From an optimization exercise on the open Yosys and OpenROAD flow, aimed at small area, a short achievable clock period and few clock cycles per item; shortcuts taken in it are not production practice.
In this exercise RTL edits were held to simulation tests only and were not proved equivalent to the original.

[run.sh]
#!/bin/bash
# synth_recipe.tcl (not shown) runs the flow's synth.tcl, then flattens the netlist and writes it again
# the make line also repeats each setting of config.mk as NAME=value (left out here)
make -C /OpenROAD-flow-scripts/flow DESIGN_CONFIG=/design/flow/config.mk WORK_HOME=/design/flow/orfs CLKGATE_MAP_FILE= SYNTH_SCRIPT=/design/flow/synth_recipe.tcl finish
[config.mk]
export PLATFORM = sky130hd
export DESIGN_NAME = hxs_fp16_group
export DESIGN_NICKNAME = hxs_fp16_group
export VERILOG_FILES = /design/flow/design.v
export SDC_FILE = /design/flow/constraint.sdc
export NUM_CORES = 4
export LEC_CHECK = 0
export CAP_MARGIN = 20
export CORE_MARGIN = 2
export CORE_UTILIZATION = 50
export GPL_ROUTABILITY_DRIVEN = 1
export PLACE_DENSITY = 0.6
export SLEW_MARGIN = 20
[constraint.sdc]
create_clock -name core_clock -period 60.0 [get_ports {clk}]
set_input_delay 12.0000 -clock core_clock [delete_from_list [all_inputs] [get_ports {clk}]]
set_output_delay 12.0000 -clock core_clock [all_outputs]
set_load 0.01 [all_outputs]
[design.v]
module fp16_group_lane (
    input  wire [15:0]       a,
    input  wire [15:0]       b,
    input  wire              en,      
    output wire              nan,     
    output wire              inf,     
    output wire              zero,    
    output wire              fin,     
    output wire              neg,     
    output wire              nv,      
    output wire [21:0]       prod,    
    output wire [5:0]        lo,      
    output wire [6:0]        ub       
);
    wire [4:0] ea = a[14:10];
    wire [4:0] eb = b[14:10];
    wire [9:0] ma = a[9:0];
    wire [9:0] mb = b[9:0];
    wire a_max  = &ea;
    wire b_max  = &eb;
    wire a_nrm  = |ea;
    wire b_nrm  = |eb;
    wire a_nan  = a_max & (|ma);
    wire b_nan  = b_max & (|mb);
    wire a_inf  = a_max & ~(|ma);
    wire b_inf  = b_max & ~(|mb);
    wire a_zero = ~a_nrm & ~(|ma);
    wire b_zero = ~b_nrm & ~(|mb);
    wire op_nan  = a_nan | b_nan;
    wire inf_x_0 = ~op_nan & ((a_inf & b_zero) | (a_zero & b_inf));
    assign nan  = en & (op_nan | inf_x_0);
    assign nv   = en & inf_x_0;
    assign inf  = en & ~op_nan & ~inf_x_0 & (a_inf | b_inf);
    assign zero = en & ~op_nan & ~inf_x_0 & ~(a_inf | b_inf) & (a_zero | b_zero);
    assign fin  = en & ~a_max & ~b_max & ~a_zero & ~b_zero;
    assign neg  = a[15] ^ b[15];
    fp16_group_mul11 u_mul (.a({a_nrm, ma}), .b({b_nrm, mb}), .p(prod));
    wire [4:0] ea1 = a_nrm ? ea : 5'd1;
    wire [4:0] eb1 = b_nrm ? eb : 5'd1;
    assign lo = {1'b0, ea1} + {1'b0, eb1} - 6'd2;
    function [5:0] lg(input nrm, input [4:0] e, input [9:0] m);
        integer i;
        begin
            lg = {1'b0, e} + 6'd10;
            if (!nrm) begin
                lg = 6'd1;
                for (i = 0; i < 10; i = i + 1)
                    if (m[i]) lg = i[5:0] + 6'd1;
            end
        end
    endfunction
    wire [6:0] ubr = {1'b0, lg(a_nrm, ea, ma)} + {1'b0, lg(b_nrm, eb, mb)} - 7'd1;
    assign ub = fin ? ubr : 7'd0;
endmodule
module fp16_group_mul11 (input wire [10:0] a, input wire [10:0] b, output wire [21:0] p);
    wire w1, w2, w3, w4, w5, w6, w7, w8, w9, w10, w11, w12, w13, w14, w15, w16;
    wire w17, w18, w19, w20, w21, w22, w23, w24, w25, w26, w27, w28, w29, w30, w31, w32;
    wire w33, w34, w35, w36, w37, w38, w39, w40, w41, w42, w43, w44, w45, w46, w47, w48;
    wire w49, w50, w51, w52, w53, w54, w55, w56, w57, w58, w59, w60, w61, w62, w63, w64;
    wire w65, w66, w67, w68, w69, w70, w71, w72, w73, w74, w75, w76, w77, w78, w79, w80;
    wire w81, w82, w83, w84, w85, w86, w87, w88, w89, w90, w91, w92, w93, w94, w95, w96;
    wire w97, w98, w99, w100, w101, w102, w103, w104, w105, w106, w107, w108, w109, w110, w111, w112;
    wire w113, w114, w115, w116, w117, w118, w119, w120, w121, w122, w123, w124, w125, w126, w127, w128;
    wire w129, w130, w131, w132, w133, w134, w135, w136, w137, w138, w139, w140, w141, w142, w143, w144;
    wire w145, w146, w147, w148, w149, w150, w151, w152, w153, w154, w155, w156, w157, w158, w159, w160;
    wire w161, w162, w163, w164, w165, w166, w167, w168, w169, w170, w171, w172, w173, w174, w175, w176;
    wire w177, w178, w179, w180;
    assign w1 = (a[0] & b[9]) ^ (a[1] & b[8]);
    assign w2 = (a[0] & b[9]) & (a[1] & b[8]);
    assign w3 = (a[0] & b[10]) ^ (a[1] & b[9]) ^ (a[2] & b[8]);
    assign w4 = ((a[0] & b[10]) & (a[1] & b[9])) | ((a[0] & b[10]) & (a[2] & b[8])) | ((a[1] & b[9]) & (a[2] & b[8]));
    assign w5 = (a[3] & b[7]) ^ (a[4] & b[6]);
    assign w6 = (a[3] & b[7]) & (a[4] & b[6]);
    assign w7 = (a[1] & b[10]) ^ (a[2] & b[9]) ^ (a[3] & b[8]);
    assign w8 = ((a[1] & b[10]) & (a[2] & b[9])) | ((a[1] & b[10]) & (a[3] & b[8])) | ((a[2] & b[9]) & (a[3] & b[8]));
    assign w9 = (a[4] & b[7]) ^ (a[5] & b[6]);
    assign w10 = (a[4] & b[7]) & (a[5] & b[6]);
    assign w11 = (a[2] & b[10]) ^ (a[3] & b[9]) ^ (a[4] & b[8]);
    assign w12 = ((a[2] & b[10]) & (a[3] & b[9])) | ((a[2] & b[10]) & (a[4] & b[8])) | ((a[3] & b[9]) & (a[4] & b[8]));
    assign w13 = (a[0] & b[6]) ^ (a[1] & b[5]);
    assign w14 = (a[0] & b[6]) & (a[1] & b[5]);
    assign w15 = (a[0] & b[7]) ^ (a[1] & b[6]) ^ (a[2] & b[5]);
    assign w16 = ((a[0] & b[7]) & (a[1] & b[6])) | ((a[0] & b[7]) & (a[2] & b[5])) | ((a[1] & b[6]) & (a[2] & b[5]));
    assign w17 = (a[3] & b[4]) ^ (a[4] & b[3]);
    assign w18 = (a[3] & b[4]) & (a[4] & b[3]);
    assign w19 = (a[0] & b[8]) ^ (a[1] & b[7]) ^ (a[2] & b[6]);
    assign w20 = ((a[0] & b[8]) & (a[1] & b[7])) | ((a[0] & b[8]) & (a[2] & b[6])) | ((a[1] & b[7]) & (a[2] & b[6]));
    assign w21 = (a[3] & b[5]) ^ (a[4] & b[4]) ^ (a[5] & b[3]);
    assign w22 = ((a[3] & b[5]) & (a[4] & b[4])) | ((a[3] & b[5]) & (a[5] & b[3])) | ((a[4] & b[4]) & (a[5] & b[3]));
    assign w23 = (a[6] & b[2]) ^ (a[7] & b[1]);
    assign w24 = (a[6] & b[2]) & (a[7] & b[1]);
    assign w25 = w1 ^ (a[2] & b[7]) ^ (a[3] & b[6]);
    assign w26 = (w1 & (a[2] & b[7])) | (w1 & (a[3] & b[6])) | ((a[2] & b[7]) & (a[3] & b[6]));
    assign w27 = (a[4] & b[5]) ^ (a[5] & b[4]) ^ (a[6] & b[3]);
    assign w28 = ((a[4] & b[5]) & (a[5] & b[4])) | ((a[4] & b[5]) & (a[6] & b[3])) | ((a[5] & b[4]) & (a[6] & b[3]));
    assign w29 = (a[7] & b[2]) ^ (a[8] & b[1]) ^ (a[9] & b[0]);
    assign w30 = ((a[7] & b[2]) & (a[8] & b[1])) | ((a[7] & b[2]) & (a[9] & b[0])) | ((a[8] & b[1]) & (a[9] & b[0]));
    assign w31 = w3 ^ w5 ^ (a[5] & b[5]);
    assign w32 = (w3 & w5) | (w3 & (a[5] & b[5])) | (w5 & (a[5] & b[5]));
    assign w33 = (a[6] & b[4]) ^ (a[7] & b[3]) ^ (a[8] & b[2]);
    assign w34 = ((a[6] & b[4]) & (a[7] & b[3])) | ((a[6] & b[4]) & (a[8] & b[2])) | ((a[7] & b[3]) & (a[8] & b[2]));
    assign w35 = (a[9] & b[1]) ^ (a[10] & b[0]) ^ w2;
    assign w36 = ((a[9] & b[1]) & (a[10] & b[0])) | ((a[9] & b[1]) & w2) | ((a[10] & b[0]) & w2);
    assign w37 = w7 ^ w9 ^ (a[6] & b[5]);
    assign w38 = (w7 & w9) | (w7 & (a[6] & b[5])) | (w9 & (a[6] & b[5]));
    assign w39 = (a[7] & b[4]) ^ (a[8] & b[3]) ^ (a[9] & b[2]);
    assign w40 = ((a[7] & b[4]) & (a[8] & b[3])) | ((a[7] & b[4]) & (a[9] & b[2])) | ((a[8] & b[3]) & (a[9] & b[2]));
    assign w41 = (a[10] & b[1]) ^ w4 ^ w6;
    assign w42 = ((a[10] & b[1]) & w4) | ((a[10] & b[1]) & w6) | (w4 & w6);
    assign w43 = w11 ^ (a[5] & b[7]) ^ (a[6] & b[6]);
    assign w44 = (w11 & (a[5] & b[7])) | (w11 & (a[6] & b[6])) | ((a[5] & b[7]) & (a[6] & b[6]));
    assign w45 = (a[7] & b[5]) ^ (a[8] & b[4]) ^ (a[9] & b[3]);
    assign w46 = ((a[7] & b[5]) & (a[8] & b[4])) | ((a[7] & b[5]) & (a[9] & b[3])) | ((a[8] & b[4]) & (a[9] & b[3]));
    assign w47 = (a[10] & b[2]) ^ w8 ^ w10;
    assign w48 = ((a[10] & b[2]) & w8) | ((a[10] & b[2]) & w10) | (w8 & w10);
    assign w49 = (a[3] & b[10]) ^ (a[4] & b[9]) ^ (a[5] & b[8]);
    assign w50 = ((a[3] & b[10]) & (a[4] & b[9])) | ((a[3] & b[10]) & (a[5] & b[8])) | ((a[4] & b[9]) & (a[5] & b[8]));
    assign w51 = (a[6] & b[7]) ^ (a[7] & b[6]) ^ (a[8] & b[5]);
    assign w52 = ((a[6] & b[7]) & (a[7] & b[6])) | ((a[6] & b[7]) & (a[8] & b[5])) | ((a[7] & b[6]) & (a[8] & b[5]));
    assign w53 = (a[9] & b[4]) ^ (a[10] & b[3]) ^ w12;
    assign w54 = ((a[9] & b[4]) & (a[10] & b[3])) | ((a[9] & b[4]) & w12) | ((a[10] & b[3]) & w12);
    assign w55 = (a[4] & b[10]) ^ (a[5] & b[9]) ^ (a[6] & b[8]);
    assign w56 = ((a[4] & b[10]) & (a[5] & b[9])) | ((a[4] & b[10]) & (a[6] & b[8])) | ((a[5] & b[9]) & (a[6] & b[8]));
    assign w57 = (a[7] & b[7]) ^ (a[8] & b[6]) ^ (a[9] & b[5]);
    assign w58 = ((a[7] & b[7]) & (a[8] & b[6])) | ((a[7] & b[7]) & (a[9] & b[5])) | ((a[8] & b[6]) & (a[9] & b[5]));
    assign w59 = (a[5] & b[10]) ^ (a[6] & b[9]) ^ (a[7] & b[8]);
    assign w60 = ((a[5] & b[10]) & (a[6] & b[9])) | ((a[5] & b[10]) & (a[7] & b[8])) | ((a[6] & b[9]) & (a[7] & b[8]));
    assign w61 = (a[0] & b[4]) ^ (a[1] & b[3]);
    assign w62 = (a[0] & b[4]) & (a[1] & b[3]);
    assign w63 = (a[0] & b[5]) ^ (a[1] & b[4]) ^ (a[2] & b[3]);
    assign w64 = ((a[0] & b[5]) & (a[1] & b[4])) | ((a[0] & b[5]) & (a[2] & b[3])) | ((a[1] & b[4]) & (a[2] & b[3]));
    assign w65 = (a[3] & b[2]) ^ (a[4] & b[1]);
    assign w66 = (a[3] & b[2]) & (a[4] & b[1]);
    assign w67 = w13 ^ (a[2] & b[4]) ^ (a[3] & b[3]);
    assign w68 = (w13 & (a[2] & b[4])) | (w13 & (a[3] & b[3])) | ((a[2] & b[4]) & (a[3] & b[3]));
    assign w69 = (a[4] & b[2]) ^ (a[5] & b[1]) ^ (a[6] & b[0]);
    assign w70 = ((a[4] & b[2]) & (a[5] & b[1])) | ((a[4] & b[2]) & (a[6] & b[0])) | ((a[5] & b[1]) & (a[6] & b[0]));
    assign w71 = w15 ^ w17 ^ (a[5] & b[2]);
    assign w72 = (w15 & w17) | (w15 & (a[5] & b[2])) | (w17 & (a[5] & b[2]));
    assign w73 = (a[6] & b[1]) ^ (a[7] & b[0]) ^ w14;
    assign w74 = ((a[6] & b[1]) & (a[7] & b[0])) | ((a[6] & b[1]) & w14) | ((a[7] & b[0]) & w14);
    assign w75 = w19 ^ w21 ^ w23;
    assign w76 = (w19 & w21) | (w19 & w23) | (w21 & w23);
    assign w77 = (a[8] & b[0]) ^ w16 ^ w18;
    assign w78 = ((a[8] & b[0]) & w16) | ((a[8] & b[0]) & w18) | (w16 & w18);
    assign w79 = w25 ^ w27 ^ w29;
    assign w80 = (w25 & w27) | (w25 & w29) | (w27 & w29);
    assign w81 = w20 ^ w22 ^ w24;
    assign w82 = (w20 & w22) | (w20 & w24) | (w22 & w24);
    assign w83 = w31 ^ w33 ^ w35;
    assign w84 = (w31 & w33) | (w31 & w35) | (w33 & w35);
    assign w85 = w26 ^ w28 ^ w30;
    assign w86 = (w26 & w28) | (w26 & w30) | (w28 & w30);
    assign w87 = w37 ^ w39 ^ w41;
    assign w88 = (w37 & w39) | (w37 & w41) | (w39 & w41);
    assign w89 = w32 ^ w34 ^ w36;
    assign w90 = (w32 & w34) | (w32 & w36) | (w34 & w36);
    assign w91 = w43 ^ w45 ^ w47;
    assign w92 = (w43 & w45) | (w43 & w47) | (w45 & w47);
    assign w93 = w38 ^ w40 ^ w42;
    assign w94 = (w38 & w40) | (w38 & w42) | (w40 & w42);
    assign w95 = w49 ^ w51 ^ w53;
    assign w96 = (w49 & w51) | (w49 & w53) | (w51 & w53);
    assign w97 = w44 ^ w46 ^ w48;
    assign w98 = (w44 & w46) | (w44 & w48) | (w46 & w48);
    assign w99 = w55 ^ w57 ^ (a[10] & b[4]);
    assign w100 = (w55 & w57) | (w55 & (a[10] & b[4])) | (w57 & (a[10] & b[4]));
    assign w101 = w50 ^ w52 ^ w54;
    assign w102 = (w50 & w52) | (w50 & w54) | (w52 & w54);
    assign w103 = w59 ^ (a[8] & b[7]) ^ (a[9] & b[6]);
    assign w104 = (w59 & (a[8] & b[7])) | (w59 & (a[9] & b[6])) | ((a[8] & b[7]) & (a[9] & b[6]));
    assign w105 = (a[10] & b[5]) ^ w56 ^ w58;
    assign w106 = ((a[10] & b[5]) & w56) | ((a[10] & b[5]) & w58) | (w56 & w58);
    assign w107 = (a[6] & b[10]) ^ (a[7] & b[9]) ^ (a[8] & b[8]);
    assign w108 = ((a[6] & b[10]) & (a[7] & b[9])) | ((a[6] & b[10]) & (a[8] & b[8])) | ((a[7] & b[9]) & (a[8] & b[8]));
    assign w109 = (a[9] & b[7]) ^ (a[10] & b[6]) ^ w60;
    assign w110 = ((a[9] & b[7]) & (a[10] & b[6])) | ((a[9] & b[7]) & w60) | ((a[10] & b[6]) & w60);
    assign w111 = (a[7] & b[10]) ^ (a[8] & b[9]) ^ (a[9] & b[8]);
    assign w112 = ((a[7] & b[10]) & (a[8] & b[9])) | ((a[7] & b[10]) & (a[9] & b[8])) | ((a[8] & b[9]) & (a[9] & b[8]));
    assign w113 = (a[0] & b[3]) ^ (a[1] & b[2]);
    assign w114 = (a[0] & b[3]) & (a[1] & b[2]);
    assign w115 = w61 ^ (a[2] & b[2]) ^ (a[3] & b[1]);
    assign w116 = (w61 & (a[2] & b[2])) | (w61 & (a[3] & b[1])) | ((a[2] & b[2]) & (a[3] & b[1]));
    assign w117 = w63 ^ w65 ^ (a[5] & b[0]);
    assign w118 = (w63 & w65) | (w63 & (a[5] & b[0])) | (w65 & (a[5] & b[0]));
    assign w119 = w67 ^ w69 ^ w64;
    assign w120 = (w67 & w69) | (w67 & w64) | (w69 & w64);
    assign w121 = w71 ^ w73 ^ w68;
    assign w122 = (w71 & w73) | (w71 & w68) | (w73 & w68);
    assign w123 = w75 ^ w77 ^ w72;
    assign w124 = (w75 & w77) | (w75 & w72) | (w77 & w72);
    assign w125 = w79 ^ w81 ^ w76;
    assign w126 = (w79 & w81) | (w79 & w76) | (w81 & w76);
    assign w127 = w83 ^ w85 ^ w80;
    assign w128 = (w83 & w85) | (w83 & w80) | (w85 & w80);
    assign w129 = w87 ^ w89 ^ w84;
    assign w130 = (w87 & w89) | (w87 & w84) | (w89 & w84);
    assign w131 = w91 ^ w93 ^ w88;
    assign w132 = (w91 & w93) | (w91 & w88) | (w93 & w88);
    assign w133 = w95 ^ w97 ^ w92;
    assign w134 = (w95 & w97) | (w95 & w92) | (w97 & w92);
    assign w135 = w99 ^ w101 ^ w96;
    assign w136 = (w99 & w101) | (w99 & w96) | (w101 & w96);
    assign w137 = w103 ^ w105 ^ w100;
    assign w138 = (w103 & w105) | (w103 & w100) | (w105 & w100);
    assign w139 = w107 ^ w109 ^ w104;
    assign w140 = (w107 & w109) | (w107 & w104) | (w109 & w104);
    assign w141 = w111 ^ (a[10] & b[7]) ^ w108;
    assign w142 = (w111 & (a[10] & b[7])) | (w111 & w108) | ((a[10] & b[7]) & w108);
    assign w143 = (a[8] & b[10]) ^ (a[9] & b[9]) ^ (a[10] & b[8]);
    assign w144 = ((a[8] & b[10]) & (a[9] & b[9])) | ((a[8] & b[10]) & (a[10] & b[8])) | ((a[9] & b[9]) & (a[10] & b[8]));
    assign w145 = (a[0] & b[2]) ^ (a[1] & b[1]);
    assign w146 = (a[0] & b[2]) & (a[1] & b[1]);
    assign w147 = w113 ^ (a[2] & b[1]) ^ (a[3] & b[0]);
    assign w148 = (w113 & (a[2] & b[1])) | (w113 & (a[3] & b[0])) | ((a[2] & b[1]) & (a[3] & b[0]));
    assign w149 = w115 ^ (a[4] & b[0]) ^ w114;
    assign w150 = (w115 & (a[4] & b[0])) | (w115 & w114) | ((a[4] & b[0]) & w114);
    assign w151 = w117 ^ w62 ^ w116;
    assign w152 = (w117 & w62) | (w117 & w116) | (w62 & w116);
    assign w153 = w119 ^ w66 ^ w118;
    assign w154 = (w119 & w66) | (w119 & w118) | (w66 & w118);
    assign w155 = w121 ^ w70 ^ w120;
    assign w156 = (w121 & w70) | (w121 & w120) | (w70 & w120);
    assign w157 = w123 ^ w74 ^ w122;
    assign w158 = (w123 & w74) | (w123 & w122) | (w74 & w122);
    assign w159 = w125 ^ w78 ^ w124;
    assign w160 = (w125 & w78) | (w125 & w124) | (w78 & w124);
    assign w161 = w127 ^ w82 ^ w126;
    assign w162 = (w127 & w82) | (w127 & w126) | (w82 & w126);
    assign w163 = w129 ^ w86 ^ w128;
    assign w164 = (w129 & w86) | (w129 & w128) | (w86 & w128);
    assign w165 = w131 ^ w90 ^ w130;
    assign w166 = (w131 & w90) | (w131 & w130) | (w90 & w130);
    assign w167 = w133 ^ w94 ^ w132;
    assign w168 = (w133 & w94) | (w133 & w132) | (w94 & w132);
    assign w169 = w135 ^ w98 ^ w134;
    assign w170 = (w135 & w98) | (w135 & w134) | (w98 & w134);
    assign w171 = w137 ^ w102 ^ w136;
    assign w172 = (w137 & w102) | (w137 & w136) | (w102 & w136);
    assign w173 = w139 ^ w106 ^ w138;
    assign w174 = (w139 & w106) | (w139 & w138) | (w106 & w138);
    assign w175 = w141 ^ w110 ^ w140;
    assign w176 = (w141 & w110) | (w141 & w140) | (w110 & w140);
    assign w177 = w143 ^ w112 ^ w142;
    assign w178 = (w143 & w112) | (w143 & w142) | (w112 & w142);
    assign w179 = (a[9] & b[10]) ^ (a[10] & b[9]) ^ w144;
    assign w180 = ((a[9] & b[10]) & (a[10] & b[9])) | ((a[9] & b[10]) & w144) | ((a[10] & b[9]) & w144);
    wire [21:0] r0 = {1'b0, (a[10] & b[10]), w179, w177, w175, w173, w171, w169, w167, w165, w163, w161, w159, w157, w155, w153, w151, w149, w147, w145, (a[0] & b[1]), (a[0] & b[0])};
    wire [21:0] r1 = {1'b0, w180, w178, w176, w174, w172, w170, w168, w166, w164, w162, w160, w158, w156, w154, w152, w150, w148, w146, (a[2] & b[0]), (a[1] & b[0]), 1'b0};
    wire [22:0] rc;
    assign rc[0] = 1'b0;
    genvar gi;
    generate for (gi = 0; gi < 22; gi = gi + 1) begin : cpa
        assign p[gi] = r0[gi] ^ r1[gi] ^ rc[gi];
        assign rc[gi+1] = (r0[gi] & r1[gi]) | (r0[gi] & rc[gi]) | (r1[gi] & rc[gi]);
    end endgenerate
endmodule
module fp16_group_sum (
    input  wire [127:0] a,         
    input  wire [127:0] b,         
    input  wire [7:0]   mask,      
    input  wire [31:0]  acc,       
    input  wire         has_acc,   
    output wire [199:0] prod,      
    output wire [39:0]  ks,        
    output wire [7:0]   sneg,      
    output wire [26:0]  acc_sig,   
    output wire [4:0]   acc_ks,
    output wire         acc_sneg,
    output wire signed [9:0] emax,
    output wire         sp,        
    output wire         sp_nan,    
    output wire         sp_inf,    
    output wire         sp_sgn,    
    output wire         nv
);
    wire [7:0] l_nan, l_inf, l_zero, l_nv, fin, neg;
    wire [5:0] l_lo [0:7];
    wire [21:0] l_prod [0:7];
    wire [6:0] l_ub [0:7];
    genvar g, h;
    generate
        for (g = 0; g < 8; g = g + 1) begin : lane
            fp16_group_lane u_lane (
                .a(a[16*g +: 16]), .b(b[16*g +: 16]), .en(mask[g]),
                .nan(l_nan[g]), .inf(l_inf[g]), .zero(l_zero[g]), .fin(fin[g]),
                .neg(neg[g]), .nv(l_nv[g]),
                .prod(l_prod[g]), .lo(l_lo[g]), .ub(l_ub[g])
            );
        end
    endgenerate
    assign sneg = neg & fin;
    wire [7:0]  acc_e = acc[30:23];
    wire [22:0] acc_m = acc[22:0];
    wire acc_nrm  = |acc_e;
    wire acc_nan  = has_acc & (&acc_e) & (|acc_m);
    wire acc_inf  = has_acc & (&acc_e) & ~(|acc_m);
    wire acc_zero = has_acc & ~acc_nrm & ~(|acc_m);
    wire acc_fin  = has_acc & ~(&acc_e) & (acc_nrm | (|acc_m));
    wire acc_neg  = acc[31];
    wire [23:0] sig8 = {acc_nrm, acc_m};
    assign acc_sneg = acc_neg & acc_fin;
    integer i;
    reg [4:0] acc_msb;
    always @* begin
        acc_msb = 5'd0;
        for (i = 0; i < 23; i = i + 1)
            if (acc_m[i]) acc_msb = i[4:0];
    end
    wire signed [9:0] acc_lead = acc_nrm ? $signed({2'd0, acc_e}) - 10'sd127
                                         : $signed({5'd0, acc_msb}) - 10'sd149;
    wire [8:0] present = {has_acc, mask};
    wire [8:0] t_zero  = {acc_zero, l_zero};
    wire [8:0] t_neg   = {acc_neg, neg};
    wire [8:0] t_inf   = {acc_inf, l_inf};
    wire any_nan  = (|l_nan) | acc_nan;
    wire pos_inf  = |(t_inf & ~t_neg);
    wire neg_inf  = |(t_inf & t_neg);
    wire any_fin  = (|fin) | acc_fin;
    wire all_negz = (|present) & ((t_zero & t_neg) == present);
    assign nv     = (|l_nv) | (~any_nan & pos_inf & neg_inf);
    assign sp     = any_nan | pos_inf | neg_inf | ~any_fin;
    assign sp_nan = any_nan | (pos_inf & neg_inf);
    assign sp_inf = pos_inf | neg_inf;
    assign sp_sgn = sp_inf ? neg_inf : all_negz;
    wire [7:0] ge [0:7];           
    generate
        for (g = 0; g < 8; g = g + 1) begin : cmp
            for (h = 0; h < 8; h = h + 1) begin : c
                if (g < h)      assign ge[g][h] = l_ub[g] >= l_ub[h];
                else if (g > h) assign ge[g][h] = ~ge[h][g];
                else            assign ge[g][h] = 1'b1;
            end
        end
    endgenerate
    wire [7:0] win;
    generate
        for (g = 0; g < 8; g = g + 1) begin : wn
            wire [7:0] gt_lo;
            for (h = 0; h < 8; h = h + 1) begin : w
                if (h < g) assign gt_lo[h] = ~ge[h][g];
                else       assign gt_lo[h] = ge[g][h];
            end
            assign win[g] = &gt_lo;
        end
    endgenerate
    reg [6:0] pmax;
    always @* begin
        pmax = 7'd0;
        for (i = 0; i < 8; i = i + 1)
            pmax = pmax | (l_ub[i] & {7{win[i]}});
    end
    wire signed [9:0] pm = (pmax == 7'd0) ? -10'sd100 : $signed({3'd0, pmax}) - 10'sd48;
    wire signed [9:0] am = acc_fin ? acc_lead : -10'sd100;
    wire acc_wins = am > pm;
    assign emax = acc_wins ? am : pm;
    wire signed [10:0] am48 = $signed({am[9], am}) + 11'sd48;
    generate
        for (g = 0; g < 8; g = g + 1) begin : shk
            wire [6:0]  kp = pmax - {1'b0, l_lo[g]};                  
            wire signed [10:0] ka = am48 - $signed({5'd0, l_lo[g]});  
            wire [6:0]  kas = (|ka[10:7]) ? 7'd127 : ka[6:0];
            wire [6:0]  k  = ~fin[g] ? 7'd127 : (acc_wins ? kas : kp);
            assign prod[25*g +: 25] = {l_prod[g], 3'b000} >> k[1:0];
            assign ks[5*g +: 5] = k[6:2];
        end
    endgenerate
    reg [4:0] acc_top;
    always @* begin
        acc_top = 5'd0;
        for (i = 0; i < 24; i = i + 1)
            if (sig8[i]) acc_top = i[4:0];
    end
    wire [7:0]  acc_e1 = acc_nrm ? acc_e : 8'd1;
    wire signed [10:0] k8 = $signed({pm[9], pm}) + 11'sd150 - $signed({3'd0, acc_e1});
    wire [6:0]  k8s = (|k8[10:7]) ? 7'd127 : k8[6:0];
    wire [6:0]  kacc = ~acc_fin ? 7'd127 : (acc_wins ? {2'd0, acc_top} : k8s);
    assign acc_sig = {sig8, 3'b000} >> kacc[1:0];
    assign acc_ks  = kacc[6:2];
endmodule
module fp16_group_csa #(parameter W = 55) (
    input  wire [W-1:0] x, y, z,
    output wire [W-1:0] s, c
);
    wire [W-1:0] m = (x & y) | (x & z) | (y & z);
    assign s = x ^ y ^ z;
    assign c = {m[W-2:0], 1'b0};
endmodule
module fp16_group_align (
    input  wire [199:0] prod,      
    input  wire [39:0]  ks,        
    input  wire [7:0]   sneg,
    input  wire [26:0]  acc_sig,
    input  wire [4:0]   acc_ks,
    input  wire         acc_sneg,
    output wire [53:0]  mag,        
    output wire         s_neg       
);
    wire [49:0] al [0:8];
    wire [8:0]  tp;                
    genvar g;
    generate
        for (g = 0; g < 8; g = g + 1) begin : sh
            wire [6:0]  k = {ks[5*g +: 5], 2'b00};
            wire [24:0] p = prod[25*g +: 25];
            wire [70:0] w = {p, 46'd0} >> k;
            assign al[g] = w[49:0];
            assign tp[g] = (k < 7'd22) & p[k[4:0] + 5'd3];
        end
    endgenerate
    wire [6:0]  k8w = {acc_ks, 2'b00};
    wire [72:0] w8 = {acc_sig, 46'd0} >> k8w;
    assign al[8] = w8[49:0];
    assign tp[8] = (k8w < 7'd24) & acc_sig[k8w[4:0] + 5'd3];
    wire top = |tp;
    wire [8:0] sn = {acc_sneg, sneg};
    wire [54:0] row [0:9];
    generate
        for (g = 0; g < 9; g = g + 1) begin : rw
            assign row[g] = {5'd0, {al[g][49:1], al[g][0] & ~top} ^ {50{sn[g]}}};
        end
    endgenerate
    wire [3:0] nneg = sn[0] + sn[1] + sn[2] + sn[3] + sn[4]
                    + sn[5] + sn[6] + sn[7] + sn[8];
    wire [4:0] nneg_hi = 5'd0 - {1'b0, nneg};
    assign row[9] = {nneg_hi, 46'd0, nneg} - 55'd1;
    wire [54:0] s1a, c1a, s1b, c1b, s1c, c1c;
    fp16_group_csa u1a (.x(row[0]), .y(row[1]), .z(row[2]), .s(s1a), .c(c1a));
    fp16_group_csa u1b (.x(row[3]), .y(row[4]), .z(row[5]), .s(s1b), .c(c1b));
    fp16_group_csa u1c (.x(row[6]), .y(row[7]), .z(row[8]), .s(s1c), .c(c1c));
    wire [54:0] s2a, c2a, s2b, c2b;
    fp16_group_csa u2a (.x(s1a), .y(c1a), .z(s1b), .s(s2a), .c(c2a));
    fp16_group_csa u2b (.x(c1b), .y(s1c), .z(c1c), .s(s2b), .c(c2b));
    wire [54:0] s3, c3;
    fp16_group_csa u3 (.x(s2a), .y(c2a), .z(s2b), .s(s3), .c(c3));
    wire [54:0] s4, c4;
    fp16_group_csa u4 (.x(s3), .y(c3), .z(row[9]), .s(s4), .c(c4));
    wire [54:0] s5, c5;
    fp16_group_csa u5 (.x(s4), .y(c4), .z(c2b), .s(s5), .c(c5));
    wire [54:0] d, d1;
    fp16_group_cadd #(.W(55)) u_add (.a(s5), .b(c5), .s0(d), .s1(d1));
    assign s_neg   = d1[54];
    assign mag     = s_neg ? ~d[53:0] : d1[53:0];
endmodule
module fp16_group_cadd #(parameter W = 55) (
    input  wire [W-1:0] a, b,
    output wire [W-1:0] s0, s1
);
    localparam L = 6;              
    wire [W-1:0] p = a ^ b;
    wire [W-1:0] gg [0:L];
    wire [W-1:0] pp [0:L];
    assign gg[0] = a & b;
    assign pp[0] = p;
    genvar l, i;
    generate
        for (l = 0; l < L; l = l + 1) begin : lv
            for (i = 0; i < W; i = i + 1) begin : bt
                if ((i >> l) & 1) begin
                    localparam integer J = ((i >> l) << l) - 1;
                    assign gg[l+1][i] = gg[l][i] | (pp[l][i] & gg[l][J]);
                    assign pp[l+1][i] = pp[l][i] & pp[l][J];
                end else begin
                    assign gg[l+1][i] = gg[l][i];
                    assign pp[l+1][i] = pp[l][i];
                end
            end
        end
    endgenerate
    wire [W-1:0] c0 = {gg[L][W-2:0], 1'b0};
    wire [W-1:0] c1 = {gg[L][W-2:0] | pp[L][W-2:0], 1'b1};
    assign s0 = p ^ c0;
    assign s1 = p ^ c1;
endmodule
module fp16_group_round (
    input  wire [53:0] mag,
    input  wire        s_neg,
    input  wire signed [9:0] emax,
    input  wire        sp,
    input  wire        sp_nan,
    input  wire        sp_inf,
    input  wire        sp_sgn,
    output wire [31:0] res,
    output wire        of
);
    integer i;
    reg [5:0] p;           
    reg [5:0] tz;          
    wire      is_zero = ~(|mag);
    always @* begin
        p = 6'd0;
        for (i = 0; i < 54; i = i + 1)
            if (mag[i]) p = i[5:0];
        tz = 6'd0;
        for (i = 53; i >= 0; i = i - 1)
            if (mag[i]) tz = i[5:0];
    end
    wire [5:0] lz = 6'd53 - p;
    wire signed [10:0] smax = 11'sd130 + $signed({emax[9], emax});    
    wire normal = $signed({5'd0, lz}) <= smax;
    wire [5:0] L = normal ? lz : smax[5:0];
    wire [53:0] n = mag << L;
    wire [23:0] r = n[53:30];
    wire        g = n[29];
    wire [6:0]  tzl = {1'd0, tz} + {1'd0, L};
    wire        st = tzl < 7'd29;            
    wire        inc = g & (st | r[0]);
    wire signed [10:0] base = normal ? (11'sd131 + $signed({emax[9], emax}) - $signed({5'd0, lz})) : 11'sd0;
    wire [32:0] r32 = {base[9:0], r[22:0]} + {32'd0, inc};
    wire        ovf = r32[32:23] >= 10'd255;
    wire [31:0] rounded = ovf ? {s_neg, 8'hFF, 23'd0} : {s_neg, r32[30:0]};
    wire [31:0] special = sp_nan ? 32'h7FC0_0000 : {sp_sgn, {8{sp_inf}}, 23'd0};
    assign res = sp ? special : (is_zero ? 32'd0 : rounded);
    assign of  = ~sp & ~is_zero & ovf;
endmodule
module hxs_fp16_group (
    input  wire         clk,
    input  wire         rst,         
    input  wire         in_valid,
    output wire         in_ready,
    input  wire [127:0] in_a,
    input  wire [127:0] in_b,
    input  wire [7:0]   in_mask,
    input  wire [31:0]  in_acc,
    input  wire         in_has_acc,
    output wire         out_valid,
    input  wire         out_ready,
    output wire [31:0]  out_res,
    output wire         out_nv,
    output wire         out_of
);
    localparam DEPTH = 5;            
    localparam QN    = DEPTH - 1;    
    reg         v0;
    reg [127:0] a0, b0;
    reg [7:0]   mask0;
    reg [31:0]  acc0;
    reg         has_acc0;
    reg [2:0]   occ;                 
    assign in_ready = (occ < DEPTH);
    wire take_in  = in_valid & in_ready;
    wire take_out = out_valid & out_ready;
    always @(posedge clk) begin
        a0       <= in_a;
        b0       <= in_b;
        mask0    <= in_mask;
        acc0     <= in_acc;
        has_acc0 <= in_has_acc;
        if (rst) begin
            v0  <= 1'b0;
            occ <= 3'd0;
        end else begin
            v0  <= take_in;
            occ <= occ + {2'd0, take_in} - {2'd0, take_out};
        end
    end
    wire [199:0] prod_c;
    wire [39:0]  ks_c;
    wire [7:0]   sneg_c;
    wire [26:0]  acc_sig_c;
    wire [4:0]   acc_ks_c;
    wire         acc_sneg_c;
    wire signed [9:0] emax_c;
    wire         sp_c, sp_nan_c, sp_inf_c, sp_sgn_c, nv_c;
    fp16_group_sum u_sum (
        .a(a0), .b(b0), .mask(mask0), .acc(acc0), .has_acc(has_acc0),
        .prod(prod_c), .ks(ks_c), .sneg(sneg_c), .acc_sig(acc_sig_c),
        .acc_ks(acc_ks_c), .acc_sneg(acc_sneg_c),
        .emax(emax_c), .sp(sp_c), .sp_nan(sp_nan_c), .sp_inf(sp_inf_c),
        .sp_sgn(sp_sgn_c), .nv(nv_c)
    );
    reg         v1;
    reg [199:0] prod1;
    reg [39:0]  ks1;
    reg [7:0]   sneg1;
    reg [26:0]  acc_sig1;
    reg [4:0]   acc_ks1;
    reg         acc_sneg1;
    reg signed [9:0] emax1;
    reg         sp1, sp_nan1, sp_inf1, sp_sgn1, nv1;
    always @(posedge clk) begin
        prod1     <= prod_c;
        ks1       <= ks_c;
        sneg1     <= sneg_c;
        acc_sig1  <= acc_sig_c;
        acc_ks1   <= acc_ks_c;
        acc_sneg1 <= acc_sneg_c;
        emax1     <= emax_c;
        sp1       <= sp_c;
        sp_nan1   <= sp_nan_c;
        sp_inf1   <= sp_inf_c;
        sp_sgn1   <= sp_sgn_c;
        nv1       <= nv_c;
        v1        <= rst ? 1'b0 : v0;
    end
    wire [53:0] mag_c;
    wire        s_neg_c;
    fp16_group_align u_align (
        .prod(prod1), .ks(ks1), .sneg(sneg1), .acc_sig(acc_sig1),
        .acc_ks(acc_ks1), .acc_sneg(acc_sneg1),
        .mag(mag_c), .s_neg(s_neg_c)
    );
    reg         v2;
    reg [53:0]  mag2;
    reg         s_neg2;
    reg signed [9:0] emax2;
    reg         sp2, sp_nan2, sp_inf2, sp_sgn2, nv2;
    always @(posedge clk) begin
        mag2    <= mag_c;
        s_neg2  <= s_neg_c;
        emax2   <= emax1;
        sp2     <= sp1;
        sp_nan2 <= sp_nan1;
        sp_inf2 <= sp_inf1;
        sp_sgn2 <= sp_sgn1;
        nv2     <= nv1;
        v2      <= rst ? 1'b0 : v1;
    end
    wire [31:0] res_c;
    wire        of_c;
    fp16_group_round u_round (
        .mag(mag2), .s_neg(s_neg2), .emax(emax2), .sp(sp2), .sp_nan(sp_nan2), .sp_inf(sp_inf2),
        .sp_sgn(sp_sgn2), .res(res_c), .of(of_c)
    );
    reg         hv;
    reg [31:0]  hres;
    reg         hnv, hof;
    reg [33:0]  q [0:QN-1];
    reg [1:0]   qrp, qwp;
    reg [2:0]   qcnt;
    wire head_free = ~hv | out_ready;
    wire q_pop   = head_free & (qcnt != 3'd0);
    wire to_head = head_free & (qcnt == 3'd0) & v2;
    wire q_push  = v2 & ~to_head;
    always @(posedge clk) begin
        if (q_push) q[qwp] <= {res_c, nv2, of_c};
        if (q_pop) begin
            {hres, hnv, hof} <= q[qrp];
        end else if (to_head) begin
            {hres, hnv, hof} <= {res_c, nv2, of_c};
        end
        if (rst) begin
            hv   <= 1'b0;
            qrp  <= 2'd0;
            qwp  <= 2'd0;
            qcnt <= 3'd0;
        end else begin
            if (head_free) hv <= q_pop | to_head;
            if (q_pop)  qrp <= qrp + 2'd1;
            if (q_push) qwp <= qwp + 2'd1;
            qcnt <= qcnt + {2'd0, q_push} - {2'd0, q_pop};
        end
    end
    assign out_valid = hv;
    assign out_res   = hres;
    assign out_nv    = hnv;
    assign out_of    = hof;
endmodule
==> results.json, run 1 <==
{
  "status": "timing/DRC/antenna clean",
  "cts-hold-fix-buffers": 0,
  "synthXorXnorAreaFrac": 0.0617,
  "gr-total-overflow": 0,
  "skew_ps": 49.6,
  "grt_usage": 0.344,
  "synth_top_family_by_area": "adder cells",
  "synth-compound-area-share": 0.115,
  "cts_root_buf": "clkbuf_16",
  "wl_per_cell_um": 25.3,
  "synth_ff_type": "dfxtp_1",
  "worst_setup_path_start_kind": "register",
  "crit_required_ps": 48000,
  "synthCells": 11900,
  "syn_nets": 14100,
  "n_fill_cell": 19400,
  "grt_pass1_wl_um": 557000,
  "yosysMostFrequentCell": "inv_1",
  "dp_hpwl_um": 303000,
  "synthMuxAreaShare": 0.0869,
  "synthArstFlopShare": 0,
  "cts.sinks": 847,
  "routed_wl_um": 373000,
  "regToRegSetupSlack_ps": 47580,
  "period_share": 0.236,
  "rsz0062_at_grt": "no",
  "area_growth_pct": 8.68,
  "detail_route.first_pass.iterations": 8,
  "num_vias": 85300,
  "finalCriticalPeriod_ps": 14180,
  "viasPerCell": 5.78,
  "synth_edf_count": 170,
  "die-area_sq_um": 215000,
  "yosysWarnings": 6,
  "synth_area_leaders": "fa_1 24%, dfxtp_1 13%, ha_1 8.2%",
  "finalSetupTns_ps": 0,
  "hold_violations": 0,
  "worstPathMaxFanout": 3,
  "synth.distinct_cells": 104,
  "tightestPinTransition_ps": 1180,
  "worstSetupEndpointType": "output port",
  "core_area_sq_um": 210000,
  "grt_pass1_vias": 86600,
  "grt_start_max_net_pins": 83,
  "crit_type": "register to output port",
  "synthTopCellsByCount": "1804 x inv_1, 1239 x fa_1, 799 x nor2_1",
  "port_buffers": 336,
  "drt_iter0_drc": 8048,
  "whs_ps": 329,
  "synth_top_area_frac": 0.235,
  "cts_resized": 0,
  "final_layout_size_suffix_gt1_frac": 0.0566,
  "hold_path.class": "register to register",
  "start_util": 0.503,
  "synth_top_cell_by_area": "fa_1",
  "antenna_found_initial": 18,
  "die_h_um": 463,
  "fmax_ghz": 0.0705,
  "seq_area_frac_synth": 0.177,
  "avgSynthCellArea_sq_um": 8.87,
  "worstPathArrival_ps": 2180,
  "pin_count": 337,
  "layout.nets": 14100,
  "cts_made_buffers": 95,
  "cts_tree": "built",
  "worst_skew_pair.late_latency_ps": 780,
  "max_slew_margin": 0.208,
  "die_width_um": 463,
  "synthAdderAreaFrac": 0.317,
  "gp_congestion": 1.07,
  "syn_area_sq_um": 106000,
  "synthSimpleGateAreaFrac": 0.155,
  "path_clk_slew_ps": 60,
  "rows": 168,
  "cap_violations": 0,
  "drc": 0,
  "final_antenna_net_count": 0,
  "clk_path_buf_depth": 3,
  "cts_htree_levels": 3,
  "synth_seq_cells": 847,
  "finalSetupViolations": 0,
  "drv_slew": 0,
  "postCtsSetupRepairBufs": 0
}
==> state kept, by name, summed over array words and instances (netlist names), 27 cells and up, named ones only <==
signal	flops
prod1	200
acc_sig1	27
b0	128
hres	32
ks1	40
acc0	32
q	136
a0	128
mag2	54
==> worst paths after layout <==
check             cells after the start    start        to
setup reg to reg                     37  ks1[22]   mag2[6]
hold reg to reg                       0      sp1       sp2
hold / removal                        0      sp1       sp2
setup / recovery                      4   occ[1]  in_ready
==> metal layers <==
layer,track usage,part of all wire
met5,0,0.00014
met1,0.456,0.42
met2,0.550,0.45
met4,0.173,0.059
met3,0.0472,0.070
==> area by class of cell <==
class	count	area, sq um	share of cell area
clock buffer	123	2680	0.0233
inverter	1820	6830	0.0596
timing repair buffer	485	4500	0.0393
antenna	5	12.5	0.000109
sequential	847	18700	0.163
clock inverter	51	593	0.00517
multi-input combinational	8627	77900	0.679
tap	2805	3510	0.0306
==> cell usage in the layout (no fill, tap or decap), types with 153 or more instances in the layout <==
cell	synthesis	final
o21ai_0	341	339
nand2_1	773	772
a22oi_1	153	153
nor3_1	178	177
nor2_1	799	794
dfxtp_1	677	670
mux2_2	168	168
clkdlybuf4s50_1	0	336
and2_1	786	786
a21o_1	187	186
edfxtp_1	170	170
ha_1	694	694
a21oi_1	482	481
xnor2_1	484	483
mux2i_1	635	635
fa_1	1239	1239
inv_1	1804	1803
xor2_1	256	255
==> worst max-delay path, stage by stage, from the launching register on <==
cell,delay (ps)
dfxtp_1,390
inv_1,70
ha_1,190
a21oi_1,210
clkdlybuf4s50_1,580
==> cell families (layout without fill, tap and decap cells) <==
kind of cell             Yosys count  in the layout
AO/OA/AOI/OAI                   1852           1852
XOR/XNOR                         741            741
adder cells (fa/ha/maj)         1933           1933
buffers and inverters           2422           2479
flip-flops                       847            847
multiplexers                     844            844
other                              0              5
AND/OR/NAND/NOR                 3257           3257
==> stage by stage <==
step | setup WS, ps | instances | instance area, sq um | utilization
finish | 45820 | 14800 | 115000 | 0.547
global placement | 45420 | 14600 | 111000 | 0.531
global route | 45720 | 14800 | 115000 | 0.547
floorplan | 46030 | 11900 | 106000 | -
CTS | 45760 | 14800 | 115000 | 0.547
detailed placement | 45520 | 14600 | 111000 | 0.531
Testbench counts, summed over its fixed seeds: cycles 16,032, items 16,000.
==> run 2: changes to the inputs <==
--- a/design.v
+++ b/design.v
@@ -537,9 +537,11 @@
     reg [31:0]  acc0;
     reg         has_acc0;
     reg [2:0]   occ;                 
-    assign in_ready = (occ < DEPTH);
-    wire take_in  = in_valid & in_ready;
+    reg         rdy;                 
+    assign in_ready = rdy;
+    wire take_in  = in_valid & rdy;
     wire take_out = out_valid & out_ready;
+    wire [2:0] occ_n = occ + {2'd0, take_in} - {2'd0, take_out};
     always @(posedge clk) begin
         a0       <= in_a;
         b0       <= in_b;
@@ -549,9 +551,11 @@
         if (rst) begin
             v0  <= 1'b0;
             occ <= 3'd0;
+            rdy <= 1'b1;
         end else begin
             v0  <= take_in;
-            occ <= occ + {2'd0, take_in} - {2'd0, take_out};
+            occ <= occ_n;
+            rdy <= occ_n < DEPTH;
         end
     end
     wire [199:0] prod_c;
==> run 2 against run 1 <==
Largest cell class unchanged. Via count up 3.8%. Global-route usage up 1.2 points. Critical path depth rose by 8. Die area is 1.3% higher. Hold slack got worse by 7.3 ps. Clock skew is 6.9 ps higher.
==> results.json, run 2 <==
{
  "status": "timing/DRC/antenna clean",
  "n_fill_cell": 19700,
  "final_common_cell": "inv_1",
  "core_area_sq_um": 212000,
  "grt_pass1_vias": 89600,
  "ff_latch_area_sq_um": 18700,
  "crit_type": "input port to register",
  "hold_path.class": "register to register",
  "synthArstFlopShare": 0,
  "crit_required_ps": 60620,
  "multi_input_area_sq_um": 79200,
  "synth.distinct_cells": 116,
  "syn_area_sq_um": 107000,
  "num_vias": 88600,
  "worst_skew_pair.late_latency_ps": 790,
  "finalSetupTns_ps": 0,
  "reg2reg_depth": 39,
  "final_antenna_net_count": 0,
  "cts_made_buffers": 95,
  "port_buffers": 336,
  "start_util": 0.504,
  "synth_top_cell_by_area": "fa_1",
  "yosysMostFrequentCell": "inv_1",
  "path_clk_slew_ps": 60,
  "wl_per_cell_um": 25.9,
  "pin_count": 337,
  "gp_congestion": 1.03,
  "drv_slew": 0,
  "final_layout_size_suffix_gt1_frac": 0.0546,
  "worst_setup_path_start_kind": "input port",
  "yosysWarnings": 6,
  "gr-total-overflow": 0,
  "worstPathMaxFanout": 11,
  "synth_edf_count": 170,
  "cap_violations": 0,
  "synthCells": 12200,
  "min-delay-start": "sp_inf1",
  "finalSetupViolations": 0,
  "synth_top_area_frac": 0.232,
  "max_slew_margin": 0.201,
  "fmax_ghz": 0.0726,
  "cts_tree": "built",
  "top_regs": "prod1 (200), q (136)",
  "die_width_um": 466,
  "cts-hold-fix-buffers": 0,
  "cts.sinks": 848,
  "top_register": "prod1",
  "cts_resized": 0,
  "area_growth_pct": 8.47,
  "die_h_um": 466,
  "postCtsSetupRepairBufs": 0,
  "antenna_found_initial": 21,
  "rsz0062_at_grt": "no",
  "cts_htree_levels": 3,
  "period_share": 0.230,
  "die-area_sq_um": 218000,
  "crit_path_start": "out_ready",
  "fin_util": 0.546,
  "cts_root_buf": "clkbuf_16",
  "synth_seq_cells": 848,
  "tightestPinTransition_ps": 1190,
  "syn_nets": 14400,
  "drc": 0,
  "clk_path_buf_depth": 3,
  "mostFrequentLayoutCells": "1746 x inv_1, 1239 x fa_1, 853 x nor2_1",
  "grt_usage": 0.356,
  "hold_violations": 0,
  "avgSynthCellArea_sq_um": 8.79,
  "viasPerCell": 5.91,
  "drt_iter0_drc": 8877,
  "worstSetupEndpointType": "register",
  "worstPathArrival_ps": 14410,
  "synth_area_leaders": "fa_1 23%, dfxtp_1 13%, ha_1 8.1%",
  "largest_register_ffs": 200,
  "rows": 169,
  "holdPathStages": 0,
  "detail_route.first_pass.iterations": 6,
  "seq_area_frac_synth": 0.175,
  "synth_ff_type": "dfxtp_1",
  "grt_pass1_wl_um": 582000,
  "routed_wl_um": 389000,
  "synthTopCellsByCount": "1746 x inv_1, 1239 x fa_1, 857 x nor2_1",
  "grt_start_max_net_pins": 79,
  "finalCriticalPeriod_ps": 13780,
  "dp_hpwl_um": 316000,
  "layout.nets": 14300,
  "skew_ps": 56.5,
  "rr_startpoint": "ks1[22]"
}
[run 2: final cells by class]
cell class	count	share of cell area
antenna	3	0.0000647
clock buffer	120	0.0229
clock inverter	59	0.00727
inverter	1763	0.0570
multi-input combinational	8901	0.683
sequential	848	0.161
tap	2821	0.0304
timing repair buffer	482	0.0384
[run 2: stage by stage]
stage / std cells / setup slack [ps] / hold slack [ps] / area [sq um]
6_report: 15000 / 46220 / 322 / 116000
5_1_grt: 15000 / 46070 / 335 / 116000
4_1_cts: 15000 / 46230 / 330 / 116000
3_5_place_dp: 14800 / 45450 / 315 / 112000
3_3_place_gp: 14800 / 45420 / 311 / 112000
2_1_floorplan: 12200 / 45760 / 310 / 107000
[run 2: metal layers]
metal | up-vias | routed length [um] | global-route usage
li1 | 39900 | - | -
met1 | 44100 | 163000 | 0.475
met2 | 3821 | 175000 | 0.563
met3 | 740 | 27900 | 0.0504
met4 | 8 | 22800 | 0.179
met5 | - | 51 | 0
[run 2: path summary, 6_finish.rpt]
path / slack, ps / end
setup / recovery: 46220 / qcnt[2]
hold reg to reg: 320 / sp_inf2
hold / removal: 320 / sp_inf2
setup reg to reg: 47760 / mag2[11]
[run 2: cell families after synthesis]
kind of cell | Yosys count | share of synthesized area
buffers and inverters | 2423 | 0.0870
XOR/XNOR | 735 | 0.0603
flip-flops | 848 | 0.175
AO/OA/AOI/OAI | 1963 | 0.124
multiplexers | 756 | 0.0770
adder cells (fa/ha/maj) | 1931 | 0.313
AND/OR/NAND/NOR | 3516 | 0.165
[run 2: worst max-delay path, stage by stage]
cell	delay, ps
clkdlybuf4s50_1	440
nand2b_1	180
nand2_1	380
inv_2	90
ha_1	300
inv_1	60
ha_1	140
inv_1	60
fa_1	400
xor2_1	170
xnor2_1	140
nor2_1	50
Testbench counts of run 2, summed over its fixed seeds: cycles 16,032, items 16,000.

-- separate check: timing with driven ports --
How much do the figures lean on ideal ports? The routed layouts below were timed once more, with nothing changed but the port constraints. Step 1 (the two cells are an assumption about what drives the block):
set clk [get_ports {clk}]
set_driving_cell -lib_cell sky130_fd_sc_hd__clkbuf_16 $clk
set_driving_cell -lib_cell sky130_fd_sc_hd__buf_2 [delete_from_list [all_inputs] $clk]
Step 2 adds t to the input delays and takes it off the output delays; t is the mean of the earliest and latest rising clock arrival at the registers after step 1. Input paths then give back, and output paths get back, about the clock's delay inside the block. Slacks: ideal ports / drivers / drivers and shift; pairs: ideal ports / drivers.
| run | t, ns | setup slack, ns | worst slew at a driven data input, ns |
|---|---|---|---|
| run 1 | 0.847 | 45.825 / 45.735 / 45.467 | 0.05 |
| run 2 | 0.843 | 46.218 / 46.257 / 45.435 | 0.05 |
After both steps every run listed still meets setup and hold. For run 2, which loses most, drivers alone change the setup slack by +0.039 ns; drivers and shift together by -0.783 ns.
